From an optimization exercise on the open Yosys and OpenROAD flow, aimed at small area; shortcuts taken in it are not production practice.
Only simulation tests tie the RTL to the original design; equivalence was not proved.
Power figures rest on the tool's default switching activity, not on a simulated workload.

Setup of run 1:
Design ps_channel, start of the top module:
module ps_channel (
    input  wire        clk,
    input  wire        rst,
    input  wire        a_in,
    input  wire        b_in,
    input  wire        z_in,
    input  wire [7:0]  cfg_filt,
    input  wire        cfg_mode,       
    input  wire        cfg_inv,
    input  wire [1:0]  cfg_z_mode,
    input  wire        cfg_z_inv,
    input  wire        cfg_home_req,
    input  wire [23:0] cfg_cpr_m1,
    input  wire [7:0]  cfg_still,      
    input  wire [23:0] cfg_z_tol,
    input  wire        cmd_set_pos,
    input  wire [23:0] preset_pos,
    input  wire [31:0] preset_rev,
    input  wire        cmd_arm_z,
    input  wire        cmp_wr,
    input  wire        cmp_wr_en,
    input  wire        cmp_wr_repeat,
    input  wire [1:0]  cmp_wr_cdir,
    input  wire [23:0] cmp_wr_value,
    input  wire        snap,
    output reg  [23:0] pos,
    output reg  [31:0] rev,
    output reg         dir,            
    output reg         homed,
    output wire        moving,
    output wire [4:0]  cond,           
    output reg  [23:0] zcap,
    output wire [31:0] zerr,
    output reg         cmp_en,
    output reg         cmp_fire,
    output reg         cmp_fire_dir,
    output reg  [47:0] cmp_time,
  ...
export LEC_CHECK = 0
export ABC_AREA = 1
export CAP_MARGIN = 5
export CORE_MARGIN = 2
export CORE_UTILIZATION = 72
export CTS_BUF_LIST = sky130_fd_sc_hd__clkbuf_8
export CTS_CLUSTER_DIAMETER = 45
export CTS_CLUSTER_SIZE = 20
export GPL_TIMING_DRIVEN = 0
export SLEW_MARGIN = 5
create_clock -name core_clock -period 20.0 [get_ports {clk}]
standard.sh (not shown) runs the stock make flow with config.mk's settings and CLKGATE_MAP_FILE= SYNTH_SCRIPT=/design/flow/synth_recipe.tcl, a recipe that flattens the netlist after the stock synthesis.
==> flow/flow/run.sh <==
#!/bin/bash
# The standard layout (the standard.sh, standard synthesis unchanged) with
# three ORFS settings changed:
#  - every input and output port is still buffered, with the smallest buffer
#    cell (sky130_fd_sc_hd__buf_1) instead of the one buffer_ports picks;
#  - the buffers ABC inserted are removed at floorplan (REMOVE_ABC_BUFFERS),
#    and repair_design re-buffers only where slew or capacitance need it;
#  - global placement is not timing-driven (no extra placement buffers).
set -euo pipefail
bash standard.sh \
  "BUFFER_PORTS_ARGS=-buffer_cell sky130_fd_sc_hd__buf_1" \
  REMOVE_ABC_BUFFERS=1 \
  GPL_TIMING_DRIVEN=0 \
  finish > standard_flow.log 2>&1
Run 1: all stages complete, timing, DRC and antenna checks passed
> inputs changed (run 1 -> run 2)
- CTS_CLUSTER_DIAMETER changed from 45 to 50
==> flow/run.sh (new file) <==
#!/bin/bash
# synth_recipe.tcl (not shown) runs the flow's synth.tcl, then flattens the netlist and writes it again
# the make line also repeats each setting of config.mk as NAME=value (left out here)
make -C /OpenROAD-flow-scripts/flow DESIGN_CONFIG=/design/flow/config.mk WORK_HOME=/design/flow/orfs CLKGATE_MAP_FILE= SYNTH_SCRIPT=/design/flow/synth_recipe.tcl finish
removed: flow/flow/run.sh
removed: flow/standard.sh
Findings:
Across run 1 and run 2, the outcome is the same: a clean finish for every run.
The maximum clock frequency of run 2 was inferior to that of run 1.
On average vias per placed instance, the higher figure sits with run 2, not run 1.
The slew of the pin with the lowest slew margin in run 2 was lower than what run 1 gave.
Run 1 has a lower combinational group share of total power than run 2.
Compared with run 1, in run 2 non-clock buffer count climbed 155, total via count in the routed design shows an increase of 2136, insertion delay of the later-clocked pin in the worst-skew pair now sits higher, power density over cell area -9.6%.
From run 1 to run 2 the numbers moved as follows: worst path setup slack after routing went down by 160 ps; final cell count higher.
## Diff of input files: run 3 against run 2
- swapping 50 for 40 in CTS_CLUSTER_DIAMETER
- swapping 20 for 16 in CTS_CLUSTER_SIZE
==> flow/flow/run.sh (new file) <==
#!/bin/bash
# The standard layout (the standard.sh, standard synthesis unchanged) with
# three ORFS settings changed:
#  - every input and output port is still buffered, with the smallest buffer
#    cell (sky130_fd_sc_hd__buf_1) instead of the one buffer_ports picks;
#  - the buffers ABC inserted are removed at floorplan (REMOVE_ABC_BUFFERS),
#    and repair_design re-buffers only where slew or capacitance need it;
#  - global placement is not timing-driven (no extra placement buffers).
set -euo pipefail
bash standard.sh \
  "BUFFER_PORTS_ARGS=-buffer_cell sky130_fd_sc_hd__buf_1" \
  REMOVE_ABC_BUFFERS=1 \
  GPL_TIMING_DRIVEN=0 \
  finish > standard_flow.log 2>&1
==> flow/standard.sh (new file) <==
#!/bin/bash
# synth_recipe.tcl (not shown) runs the flow's synth.tcl, then flattens the netlist and writes it again
# the make line also repeats each setting of config.mk as NAME=value (left out here)
make -C /OpenROAD-flow-scripts/flow DESIGN_CONFIG=/design/flow/config.mk WORK_HOME=/design/flow/orfs CLKGATE_MAP_FILE= SYNTH_SCRIPT=/design/flow/synth_recipe.tcl "${@:-finish}"
removed: flow/run.sh
Notes after the runs:
- Run 3 vs run 2 — combinational power dropped by a little under 10%
- Shortest clock period the worst path allows after layout (lower): run 3
- Final standard cell count with taps included and fillers excluded came out lower on run 3 than on run 2.
- Run 3 vs. run 2: share of the core filled with cells -6.8 points; area added between synthesis and finish lower.
## Diff of input files: run 4 against run 3
- CTS_CLUSTER_SIZE: 16 -> 20
- SLEW_MARGIN: 5 -> 20
- CAP_MARGIN: 5 -> 20
- CTS_CLUSTER_DIAMETER: 40 -> 50
## What came out
- As far as synthesized-area fraction occupied by adder cells goes, run 3 and run 4 are indistinguishable; the numbers are identical.
- In run 4 relative to run 3, wire length of the first global-routing pass had gone down by a few percent.
- Summary of run 4 over run 3: post-detailed-route via-to-cell ratio closely matched the old numbers; worst-case headroom to the max-slew limit increased by 16 points relative to the old numbers; first-iteration DRC count decreased by 337 relative to the old numbers; wire length decreased by 2400 µm relative to the old numbers.
- Transition at the pin with the smallest max-transition slack: run 4 vs run 3 down 230 ps
- Run 3 -> run 4: core outline area delta 0, exact match
- Fmax: run 4 higher than run 3
- Run 4 vs run 3, power per standard cell area went down by 6.3%.
- Relative to run 3, proportion of cell area spent on the clock network decreased by 1.6 points in run 4.

========
## tundra
Starting RTL as in the previous note.
==> flow/config.mk <==
export PLATFORM = sky130hd
export DESIGN_NAME = ps_channel
export DESIGN_NICKNAME = ps_channel
export VERILOG_FILES = /design/flow/design.v
export SDC_FILE = /design/flow/constraint.sdc
export NUM_CORES = 4
export LEC_CHECK = 0
export ABC_AREA = 1
export CAP_MARGIN = 5
export CORE_MARGIN = 2
export CORE_UTILIZATION = 60
export CTS_BUF_LIST = sky130_fd_sc_hd__clkbuf_8
export CTS_CLUSTER_DIAMETER = 50
export CTS_CLUSTER_SIZE = 20
export GPL_TIMING_DRIVEN = 0
export SLEW_MARGIN = 5
==> flow/constraint.sdc <==
create_clock -name core_clock -period 20.0 [get_ports {clk}]
set_input_delay 4.0000 -clock core_clock [delete_from_list [all_inputs] [get_ports {clk}]]
set_output_delay 4.0000 -clock core_clock [all_outputs]
set_load 0.01 [all_outputs]
==> flow/flow/run.sh <==
#!/bin/bash
# The standard layout (the standard.sh, standard synthesis unchanged) with
# three ORFS settings changed:
#  - every input and output port is still buffered, with the smallest buffer
#    cell (sky130_fd_sc_hd__buf_1) instead of the one buffer_ports picks;
#  - the buffers ABC inserted are removed at floorplan (REMOVE_ABC_BUFFERS),
#    and repair_design re-buffers only where slew or capacitance need it;
#  - global placement is not timing-driven (no extra placement buffers).
set -euo pipefail
bash standard.sh \
  "BUFFER_PORTS_ARGS=-buffer_cell sky130_fd_sc_hd__buf_1" \
  REMOVE_ABC_BUFFERS=1 \
  GPL_TIMING_DRIVEN=0 \
  finish > standard_flow.log 2>&1
Input changes introduced in yarrow (baseline for comparison: tundra):
# tundra
export LEC_CHECK = 0
export ABC_AREA = 1
export CAP_MARGIN = 5
export CORE_MARGIN = 2
export CORE_UTILIZATION = 60
export CTS_BUF_LIST = sky130_fd_sc_hd__clkbuf_8
export CTS_CLUSTER_DIAMETER = 50
export CTS_CLUSTER_SIZE = 20
export GPL_TIMING_DRIVEN = 0
export SLEW_MARGIN = 5
create_clock -name core_clock -period 20.0 [get_ports {clk}]
# yarrow
export LEC_CHECK = 0
export ABC_AREA = 1
export CAP_MARGIN = 5
export CORE_MARGIN = 2
export CORE_UTILIZATION = 67
export CTS_BUF_LIST = sky130_fd_sc_hd__clkbuf_8
export CTS_CLUSTER_DIAMETER = 50
export CTS_CLUSTER_SIZE = 20
export GPL_TIMING_DRIVEN = 0
export SLEW_MARGIN = 5
create_clock -name core_clock -period 20.0 [get_ports {clk}]
==> results.txt <==
For die footprint, dividing the value from tundra by the value from yarrow gives 1.11. Power share of the clock group: yarrow vs tundra down 1.5 points. Sort yarrow and tundra by signed area change from the synthesized netlist to the final layout, descending, and tundra comes first. Comparing yarrow and tundra, the higher sequential share of layout area is on yarrow. Later-pin clock latency in the skew report in yarrow is 0.03 ns lower than in tundra. Compared with tundra, yarrow shows largest net degree at the start of global routing lower by 19. Compared with tundra, via count in yarrow increased slightly. X dimension of the die delta for yarrow relative to tundra: 12 um lower.
### yarrow -> violet
# yarrow
export LEC_CHECK = 0
export ABC_AREA = 1
export CAP_MARGIN = 5
export CORE_MARGIN = 2
export CORE_UTILIZATION = 67
export CTS_BUF_LIST = sky130_fd_sc_hd__clkbuf_8
export CTS_CLUSTER_DIAMETER = 50
export CTS_CLUSTER_SIZE = 20
export GPL_TIMING_DRIVEN = 0
export SLEW_MARGIN = 5
create_clock -name core_clock -period 20.0 [get_ports {clk}]
# violet
export LEC_CHECK = 0
export ABC_AREA = 1
export CAP_MARGIN = 5
export CORE_MARGIN = 2
export CORE_UTILIZATION = 72
export CTS_BUF_LIST = sky130_fd_sc_hd__clkbuf_8
export CTS_CLUSTER_DIAMETER = 50
export CTS_CLUSTER_SIZE = 20
export GPL_TIMING_DRIVEN = 0
export SLEW_MARGIN = 5
create_clock -name core_clock -period 20.0 [get_ports {clk}]
## What came out
violet reached the end of the flow, and the finished layout is clean on the timing, DRC and antenna checks. On violet: fraction of standard cell area that is sequential is 0.21 points higher than what yarrow gave. Compared to yarrow, violet reaches a lower achievable clock. | combinational cell fraction of total power | violet vs yarrow | 0.9 points higher |. violet ends up with higher initial antenna violation count than yarrow does. Number of diodes ends up lower on yarrow. Number of buffers added by the clock tree synthesis step shrinks by a few percent when moving from yarrow to violet.

## re-timing with driven ports
In the flow no input, the clock included, has a driving cell. The finished layouts below were timed again as built, in two steps.
Step 1: set_driving_cell puts a clkbuf_16 on clk and a buf_2 on each other input, an assumption about the parent block.
Step 2 moves the port delays by t, midway between the first and last clock arrival at a register: inputs arrive t later, outputs are due t later. That takes back most of the time a late clock gives input paths.
Three values: ideal, step 1, step 2; two values: the first two.
run | shift t [ns] | setup WS [ns] | worst register clock-pin slew, ns
run 1 | 0.738 | 0.876 / 0.856 / 0.118 | 0.11 / 0.11
run 2 | 0.759 | 0.721 / 0.747 / -0.012 | 0.12 / 0.12
run 3 | 0.720 | 0.878 / 0.868 / 0.148 | 0.10 / 0.10
run 4 | 0.728 | 0.947 / 0.926 / 0.198 | 0.12 / 0.12
tundra | 0.755 | 1.133 / 1.140 / 0.385 | 0.12 / 0.12
yarrow | 0.726 | 0.938 / 0.930 / 0.204 | 0.12 / 0.12
violet | 0.729 | 0.838 / 0.819 / 0.090 | 0.12 / 0.12
With both steps, setup timing fails in run 2, where it was met with ideal ports. For run 1, which loses most, drivers alone change the setup slack by -0.020 ns; drivers and shift together by -0.758 ns.
